Context: an optimization exercise on an open-source flow, tuned for small area. The choices shown serve that exercise and are no tape-out recipe.
The RTL was checked by simulation tests, not by an equivalence proof against the original design.
Power is estimated from default activity; no workload was simulated.

## JK
## cvt_unit
module cvt_unit (
    input  wire         clk,
    input  wire         rst_n,        
    input  wire         in_valid,
    input  wire [255:0] in_data,      
    input  wire [7:0]   in_mask,      
    input  wire [2:0]   in_dfmt,
    input  wire [2:0]   in_rm,
    input  wire         wr_rmax,
    input  wire         wr_nsat,
    input  wire         wr_nflz,
    input  wire [63:0]  wr_data,
    output reg          out_valid,
    output reg  [127:0] out_data,     
    output reg  [63:0]  rmax,
    output reg  [31:0]  nsat,
    output reg  [31:0]  nflz
);
Size: ~5400 cells after synthesis, about 260 flip-flops, roughly 600 I/O pins.
==> flow/config.mk <==
export PLATFORM = sky130hd
export DESIGN_NAME = cvt_unit
export DESIGN_NICKNAME = cvt_unit
export VERILOG_FILES = /design/flow/design.v
export SDC_FILE = /design/flow/constraint.sdc
export NUM_CORES = 4
export LEC_CHECK = 0
export CAP_MARGIN = 20
export CORE_MARGIN = 2
export CORE_UTILIZATION = 50
export SLEW_MARGIN = 20
==> flow/constraint.sdc <==
create_clock -name core_clock -period 28.0 [get_ports {clk}]
set_input_delay 5.6000 -clock core_clock [delete_from_list [all_inputs] [get_ports {clk}]]
set_output_delay 5.6000 -clock core_clock [all_outputs]
set_load 0.01 [all_outputs]
standard.sh (not shown) runs the stock make flow with config.mk's settings and CLKGATE_MAP_FILE= SYNTH_SCRIPT=/design/flow/synth_recipe.tcl, a recipe that flattens the netlist after the stock synthesis.
==> flow/flow/run.sh <==
#!/bin/bash
# Layout flow: the standard ORFS flow, with these changes to how the
# netlist is built:
#  - synthesis keeps the lane and counter modules (cvt_lane, cvt_count)
#    apart until technology mapping; they are not timing-critical and are
#    mapped with an area-oriented ABC script (flow/area.abc), without full-
#    and half-adder extraction. The top level, which holds the
#    timing-critical RMAX path and every register, is mapped with
#    flow/top.abc (ORFS's mapping after extra AIG restructuring). The rest
#    of the standard flow's synthesis script is unchanged and the design is flattened
#    before it is written, so the registers keep their names and cells;
#  - the port buffers that global placement inserts are buf_1 cells.
# Each tool's output goes to the ORFS logs under orfs/logs and to
# standard.log in this folder.
set -euo pipefail
W=$PWD
F=$W/flow

# ORFS's synth.tcl with the ABC calls and the adder extraction split by
# module, and the standard flow's synthesis wrapper sourcing it in place of the original
sed -e 's|^  log_cmd abc {\*}\$abc_args$|  log_cmd abc {*}[lreplace $abc_args 1 1 $::env(AREA_ABC_SCRIPT)] cvt_lane cvt_count\n  log_cmd abc {*}[lreplace $abc_args 1 1 $::env(TOP_ABC_SCRIPT)] cvt_unit|' \
    -e 's|^  extract_fa {\*}\[dont_use_extract_fa_args\]$|& cvt_unit|' \
    "$FLOW_HOME/scripts/synth.tcl" > "$W/synth_area.tcl"
grep -q "extract_fa .* cvt_unit" "$W/synth_area.tcl"
grep -q AREA_ABC_SCRIPT "$W/synth_area.tcl"
sed "s|source \$::env(SCRIPTS_DIR)/synth.tcl|source $W/synth_area.tcl|" \
    "$W/synth_recipe.tcl" > "$W/synth_wrap.tcl"
grep -q "synth_area.tcl" "$W/synth_wrap.tcl"

bash "$W/standard.sh" \
    SYNTH_SCRIPT="$W/synth_wrap.tcl" \
    SYNTH_KEEP_MODULES="cvt_lane cvt_count" \
    AREA_ABC_SCRIPT="$F/area.abc" \
    TOP_ABC_SCRIPT="$F/top.abc" \
    BUFFER_PORTS_ARGS="-buffer_cell sky130_fd_sc_hd__buf_1" \
    ${EXTRA_ARGS:-} \
    finish > "$W/standard.log" 2>&1
Other scripts of this flow, unchanged in this note and not shown: flow/flow/area.abc, flow/flow/top.abc
JK | status: complete | timing, DRC, antenna: pass
[inputs] MS vs JK
# JK
export LEC_CHECK = 0
export CAP_MARGIN = 20
export CORE_MARGIN = 2
export CORE_UTILIZATION = 50
export SLEW_MARGIN = 20
create_clock -name core_clock -period 28.0 [get_ports {clk}]
# MS
export LEC_CHECK = 0
export CAP_MARGIN = 20
export CORE_MARGIN = 2
export CORE_UTILIZATION = 50
export CTS_BUF_LIST = sky130_fd_sc_hd__clkbuf_4
export SLEW_MARGIN = 20
create_clock -name core_clock -period 28.0 [get_ports {clk}]
## What came out
- JK | stages: all done | timing, DRC, antenna: all pass
- Looking at the reports, MS completed the entire flow and the layout it produced met the timing, DRC and antenna checks.
- Well tap count came out exactly the same in MS and JK.
- MS -> JK: synthesized cell count delta 0, exact match
- Maximum clock frequency went up slightly going from JK to MS.
- In terms of flop and latch count out of synthesis, MS and JK differ only marginally.
- Of the two candidates, JK has the better via count and MS the worse one.
- In the tables for MS and JK, final setup slack of the worst path reads higher with MS.

========
cvt_unit, a different RTL version from the one above (not shown whole).
For scale: ~4500 cells after synthesis, roughly 600 I/O pins, roughly 28000 um^2 of cells after synthesis.
==> flow/config.mk <==
export PLATFORM = sky130hd
export DESIGN_NAME = cvt_unit
export DESIGN_NICKNAME = cvt_unit
export VERILOG_FILES = /design/flow/design.v
export SDC_FILE = /design/flow/constraint.sdc
export NUM_CORES = 4
export LEC_CHECK = 0
export CAP_MARGIN = 20
export CORE_MARGIN = 2
export CORE_UTILIZATION = 60
export SLEW_MARGIN = 20
==> flow/constraint.sdc <==
create_clock -name core_clock -period 28.0 [get_ports {clk}]
set_input_delay 5.6000 -clock core_clock [delete_from_list [all_inputs] [get_ports {clk}]]
set_output_delay 5.6000 -clock core_clock [all_outputs]
set_load 0.01 [all_outputs]
==> flow/flow/run.sh <==
#!/bin/bash
# Layout flow: the standard ORFS flow, with two changes to how the
# netlist is built:
#  - synthesis maps with an area-oriented ABC script (flow/area.abc) in place
#    of ORFS's; everything else in the standard flow's synthesis script is unchanged, so
#    the registers keep their names and cells;
#  - the port buffers that global placement inserts are buf_1 cells.
set -euo pipefail
W=$PWD
F=$W/flow

# ORFS's synth.tcl with the ABC script swapped, and the standard flow's synthesis
# wrapper sourcing it in place of the original
sed 's|^source \$::env(SCRIPTS_DIR)/synth_preamble.tcl$|&\nset abc_args [lreplace $abc_args 1 1 $::env(AREA_ABC_SCRIPT)]|' \
    "$FLOW_HOME/scripts/synth.tcl" > "$W/synth_area.tcl"
grep -q AREA_ABC_SCRIPT "$W/synth_area.tcl"
sed "s|source \$::env(SCRIPTS_DIR)/synth.tcl|source $W/synth_area.tcl|" \
    "$W/synth_recipe.tcl" > "$W/synth_wrap.tcl"
grep -q "synth_area.tcl" "$W/synth_wrap.tcl"

bash "$W/standard.sh" \
    SYNTH_SCRIPT="$W/synth_wrap.tcl" \
    AREA_ABC_SCRIPT="$F/area.abc" \
    BUFFER_PORTS_ARGS="-buffer_cell sky130_fd_sc_hd__buf_1" \
    finish > "$W/standard.log" 2>&1
==> flow/flow/area.abc <==
strash
balance -l; resub -K 6 -l; rewrite -l; resub -K 6 -N 2 -l; refactor -l; resub -K 8 -l; balance -l; resub -K 8 -N 2 -l; rewrite -l; resub -K 10 -l; rewrite -z -l; resub -K 10 -N 2 -l; balance -l; resub -K 12 -l; refactor -z -l; resub -K 12 -N 2 -l; rewrite -z -l; balance -l
balance -l; resub -K 6 -l; rewrite -l; resub -K 6 -N 2 -l; refactor -l; resub -K 8 -l; balance -l; resub -K 8 -N 2 -l; rewrite -l; resub -K 10 -l; rewrite -z -l; resub -K 10 -N 2 -l; balance -l; resub -K 12 -l; refactor -z -l; resub -K 12 -N 2 -l; rewrite -z -l; balance -l
dch -f
amap
topo
stime -c
The first run never finished: it broke off in global routing (5_1_grt).
Next try:
==> flow/run.sh (new file) <==
#!/bin/bash
# synth_recipe.tcl (not shown) runs the flow's synth.tcl, then flattens the netlist and writes it again
# the make line also repeats each setting of config.mk as NAME=value (left out here)
make -C /OpenROAD-flow-scripts/flow DESIGN_CONFIG=/design/flow/config.mk WORK_HOME=/design/flow/orfs CLKGATE_MAP_FILE= SYNTH_SCRIPT=/design/flow/synth_recipe.tcl finish
Settings changed: ABC_AREA set to 1.
removed: flow/flow/run.sh
removed: flow/flow/area.abc
removed: flow/standard.sh
- Now the flow completed without violations
- synthesized cell count grows by 28%
- synthesized area went up by 16%

========
Setup of v43:
cvt_unit, a different RTL version from the one above (not shown whole).
Size in the first run: roughly 4200 cells after synthesis, roughly 260 flip-flops, roughly 600 I/O pins, roughly 0.025 mm^2 of cells after synthesis.
==> flow/config.mk <==
export PLATFORM = sky130hd
export DESIGN_NAME = cvt_unit
export DESIGN_NICKNAME = cvt_unit
export VERILOG_FILES = /design/flow/design.v
export SDC_FILE = /design/flow/constraint.sdc
export NUM_CORES = 4
export LEC_CHECK = 0
export CAP_MARGIN = 20
export CORE_MARGIN = 2
export CORE_UTILIZATION = 50
export CTS_BUF_LIST = sky130_fd_sc_hd__clkbuf_4
export SLEW_MARGIN = 20
==> flow/constraint.sdc <==
create_clock -name core_clock -period 28.0 [get_ports {clk}]
set_input_delay 5.6000 -clock core_clock [delete_from_list [all_inputs] [get_ports {clk}]]
set_output_delay 5.6000 -clock core_clock [all_outputs]
set_load 0.01 [all_outputs]
==> flow/flow/run.sh <==
#!/bin/bash
# Layout flow: the standard ORFS flow, with these changes to how the
# netlist is built:
#  - synthesis keeps the lane and counter modules (cvt_lane, cvt_count)
#    apart until technology mapping; they are not timing-critical and are
#    mapped with an area-oriented ABC script (flow/area.abc: ABC's deepsyn
#    AIG optimisation, then area mapping). The top level, which holds the
#    timing-critical RMAX path and every register, is mapped with
#    flow/top.abc (AIG restructuring, area mapping, then ABC's buffering
#    and gate sizing towards a delay target). Full- and half-adder
#    extraction is skipped (ADDER_MAP_FILE empty): ABC maps that logic
#    smaller here. The rest
#    of the standard flow's synthesis script is unchanged and the design is flattened
#    before it is written, so the registers keep their names and cells;
#  - the port buffers that global placement inserts are buf_1 cells;
#  - clock tree synthesis runs with ORFS's arguments and the buffer list
#    from config.mk, but inserts no dummy loads.
# Each tool's output goes to the ORFS logs under orfs/logs and to
# standard.log in this folder.
set -euo pipefail
W=$PWD
F=$W/flow

# ORFS's synth.tcl with the ABC call split by module, and the standard flow's synthesis
# wrapper sourcing it in place of the original
sed -e 's|^  log_cmd abc {\*}\$abc_args$|  log_cmd abc {*}[lreplace $abc_args 1 1 $::env(AREA_ABC_SCRIPT)] cvt_lane cvt_count\n  log_cmd abc {*}[lreplace $abc_args 1 1 $::env(TOP_ABC_SCRIPT)] cvt_unit|' \
    "$FLOW_HOME/scripts/synth.tcl" > "$W/synth_area.tcl"
grep -q AREA_ABC_SCRIPT "$W/synth_area.tcl"
sed "s|source \$::env(SCRIPTS_DIR)/synth.tcl|source $W/synth_area.tcl|" \
    "$W/synth_recipe.tcl" > "$W/synth_wrap.tcl"
grep -q "synth_area.tcl" "$W/synth_wrap.tcl"

bash "$W/standard.sh" \
    SYNTH_SCRIPT="$W/synth_wrap.tcl" \
    SYNTH_KEEP_MODULES="cvt_lane cvt_count" \
    ADDER_MAP_FILE= \
    AREA_ABC_SCRIPT="$F/area.abc" \
    TOP_ABC_SCRIPT="$F/top.abc" \
    BUFFER_PORTS_ARGS="-buffer_cell sky130_fd_sc_hd__buf_1" \
    CTS_ARGS="-sink_clustering_enable -repair_clock_nets -dont_use_dummy_load -buf_list sky130_fd_sc_hd__clkbuf_4" \
    finish > "$W/standard.log" 2>&1
==> flow/flow/area.abc <==
strash
&get -n
&deepsyn -T 60
&put
dch -f
amap
topo
stime -c
Other scripts of this flow, unchanged in this note and not shown: flow/flow/top.abc
Per the final summary, v43 finished and its layout is clean on timing, DRC and antenna.
For v58, these inputs were changed with respect to v43:
-- flow/flow/run.sh --
<<< v43, line 13
#    of the standard flow's synthesis script is unchanged and the design is flattened
#    before it is written, so the registers keep their names and cells;
#  - the port buffers that global placement inserts are buf_1 cells;
#  - clock tree synthesis runs with ORFS's arguments and the buffer list
#    from config.mk, but inserts no dummy loads.
# Each tool's output goes to the ORFS logs under orfs/logs and to
# standard.log in this folder.
>>> v58, line 13
#    of the standard flow's synthesis script is unchanged and the design is flattened
#    before it is written, so the registers keep their names and cells;
#  - the port buffers that global placement inserts are buf_1 cells.
# Each tool's output goes to the ORFS logs under orfs/logs and to
# standard.log in this folder.
<<< v43, line 38
    TOP_ABC_SCRIPT="$F/top.abc" \
    BUFFER_PORTS_ARGS="-buffer_cell sky130_fd_sc_hd__buf_1" \
    CTS_ARGS="-sink_clustering_enable -repair_clock_nets -dont_use_dummy_load -buf_list sky130_fd_sc_hd__clkbuf_4" \
    finish > "$W/standard.log" 2>&1
>>> v58, line 36
    TOP_ABC_SCRIPT="$F/top.abc" \
    BUFFER_PORTS_ARGS="-buffer_cell sky130_fd_sc_hd__buf_1" \
    finish > "$W/standard.log" 2>&1
-- flow/config.mk --
<<< v43, line 9
export CORE_MARGIN = 2
export CORE_UTILIZATION = 50
export CTS_BUF_LIST = sky130_fd_sc_hd__clkbuf_4
export SLEW_MARGIN = 20
>>> v58, line 9
export CORE_MARGIN = 2
export CORE_UTILIZATION = 50
export SLEW_MARGIN = 20
Results
Compared with v43, v58 shows a lower logic depth of the worst setup path including buffers. v58 against v43: number of buffers added by the clock tree synthesis step decreased by 58% relative to the old numbers; final routed wire length divided by cell count increased by 0.33% relative to the old numbers; first-pass GRT wire length decreased by 0.60% relative to the old numbers; final worst slack increased by 540 ps relative to the old numbers.
The inputs of v33 differ from those of v58 as listed below.
-- flow/flow/run.sh --
<<< v58, line 13
#    of the standard flow's synthesis script is unchanged and the design is flattened
#    before it is written, so the registers keep their names and cells;
#  - the port buffers that global placement inserts are buf_1 cells.
# Each tool's output goes to the ORFS logs under orfs/logs and to
# standard.log in this folder.
>>> v33, line 13
#    of the standard flow's synthesis script is unchanged and the design is flattened
#    before it is written, so the registers keep their names and cells;
#  - the port buffers that global placement inserts are buf_1 cells;
#  - clock tree synthesis runs with ORFS's arguments and the buffer list
#    from config.mk, but inserts no dummy loads.
# Each tool's output goes to the ORFS logs under orfs/logs and to
# standard.log in this folder.
<<< v58, line 36
    TOP_ABC_SCRIPT="$F/top.abc" \
    BUFFER_PORTS_ARGS="-buffer_cell sky130_fd_sc_hd__buf_1" \
    finish > "$W/standard.log" 2>&1
>>> v33, line 38
    TOP_ABC_SCRIPT="$F/top.abc" \
    BUFFER_PORTS_ARGS="-buffer_cell sky130_fd_sc_hd__buf_1" \
    CTS_ARGS="-sink_clustering_enable -repair_clock_nets -dont_use_dummy_load -buf_list sky130_fd_sc_hd__clkbuf_4" \
    finish > "$W/standard.log" 2>&1
==> flow/flow/area.abc <==
strash
&get -n
&deepsyn -T 150
&put
dch -f
amap
topo
stime -c
-- flow/config.mk --
<<< v58, line 9
export CORE_MARGIN = 2
export CORE_UTILIZATION = 50
export SLEW_MARGIN = 20
>>> v33, line 9
export CORE_MARGIN = 2
export CORE_UTILIZATION = 50
export CTS_BUF_LIST = sky130_fd_sc_hd__clkbuf_4
export SLEW_MARGIN = 20
## What came out
Against v58 as the reference, v33 delivers a higher later-pin clock latency in the skew report. In the metrics for v33 and v58, the one carrying the lower fraction of standard cell area that is sequential is v58. Going from v58 to v33, area growth from synthesis to layout went down 2.2 points, instance count of the mapped netlist went down 32, met2 wirelength from detailed routing went down 0.54%, largest fanout on the critical path went down 1, final wirelength went up 0.60%. Compared with v58, in v33 number of diodes rose 4; worst slack at placement went down; clock power fell about 36%. Core utilization: v33 lower than v58.
> inputs changed (v33 -> v49)
-- flow/flow/run.sh --
<<< v33, line 13
#    of the standard flow's synthesis script is unchanged and the design is flattened
#    before it is written, so the registers keep their names and cells;
#  - the port buffers that global placement inserts are buf_1 cells;
#  - clock tree synthesis runs with ORFS's arguments and the buffer list
#    from config.mk, but inserts no dummy loads.
# Each tool's output goes to the ORFS logs under orfs/logs and to
# standard.log in this folder.
>>> v49, line 13
#    of the standard flow's synthesis script is unchanged and the design is flattened
#    before it is written, so the registers keep their names and cells;
#  - the port buffers that global placement inserts are buf_1 cells.
# Each tool's output goes to the ORFS logs under orfs/logs and to
# standard.log in this folder.
<<< v33, line 38
    TOP_ABC_SCRIPT="$F/top.abc" \
    BUFFER_PORTS_ARGS="-buffer_cell sky130_fd_sc_hd__buf_1" \
    CTS_ARGS="-sink_clustering_enable -repair_clock_nets -dont_use_dummy_load -buf_list sky130_fd_sc_hd__clkbuf_4" \
    finish > "$W/standard.log" 2>&1
>>> v49, line 36
    TOP_ABC_SCRIPT="$F/top.abc" \
    BUFFER_PORTS_ARGS="-buffer_cell sky130_fd_sc_hd__buf_1" \
    finish > "$W/standard.log" 2>&1
Notes after the runs:
Clock period minus worst slack in v49 is 63 ps below v33.
Post-synthesis cell type count: v33 vs v49 identical
v33 ran to completion and came out clean on the timing, DRC and antenna checks.
Having completed the whole flow, v49 delivered a layout that passed the timing, DRC and antenna checks.
[compare] base=v33 new=v49: timing-limited maximum frequency flat; layout cell share with drive strength beyond 1 up 0.68 points; post-layout utilization of the core up 0.75 points; overall track demand over capacity in global routing flat; clock network contribution to total cell area up 1.3 points.
v33 -> v49: non-clock buffer count flat
Min total power consumption of the routed design across v49 and v33: v33

==> separate check: timing with driven ports <==
No port has a modelled driver above. Below, the same layouts with a new extraction and two added sets of constraints. Step 1 assumes that a clkbuf_16 drives the clock port and a buf_2 every other input. Step 2 moves the port delays by t, midway between the first and last clock arrival at a register: inputs arrive t later, outputs are due t later. That takes back most of the time a late clock gives input paths. a / b / c = ideal ports / drivers / drivers and shift; a / b = the first two.
| run | shift t [ns] | slack for setup (ns) | worst register clock-pin slew, ns |
|---|---|---|---|
| JK | 0.672 | 7.235 / 7.272 / 6.600 | 0.06 / 0.06 |
| MS | 0.868 | 7.473 / 7.512 / 6.644 | 0.08 / 0.08 |
| the second run of note 2 | 0.693 | 5.891 / 5.932 / 5.239 | 0.07 / 0.07 |
| v43 | 0.864 | 2.654 / 2.696 / 1.832 | 0.07 / 0.07 |
| v58 | 0.663 | 3.191 / 3.209 / 2.546 | 0.07 / 0.07 |
| v33 | 0.872 | 2.287 / 2.327 / 1.455 | 0.07 / 0.07 |
| v49 | 0.934 | 2.350 / 2.389 / 1.455 | 0.07 / 0.07 |
After both steps setup and hold are still met in every run listed. For v49, which loses most, drivers alone change the setup slack by +0.039 ns; drivers and shift together by -0.895 ns.
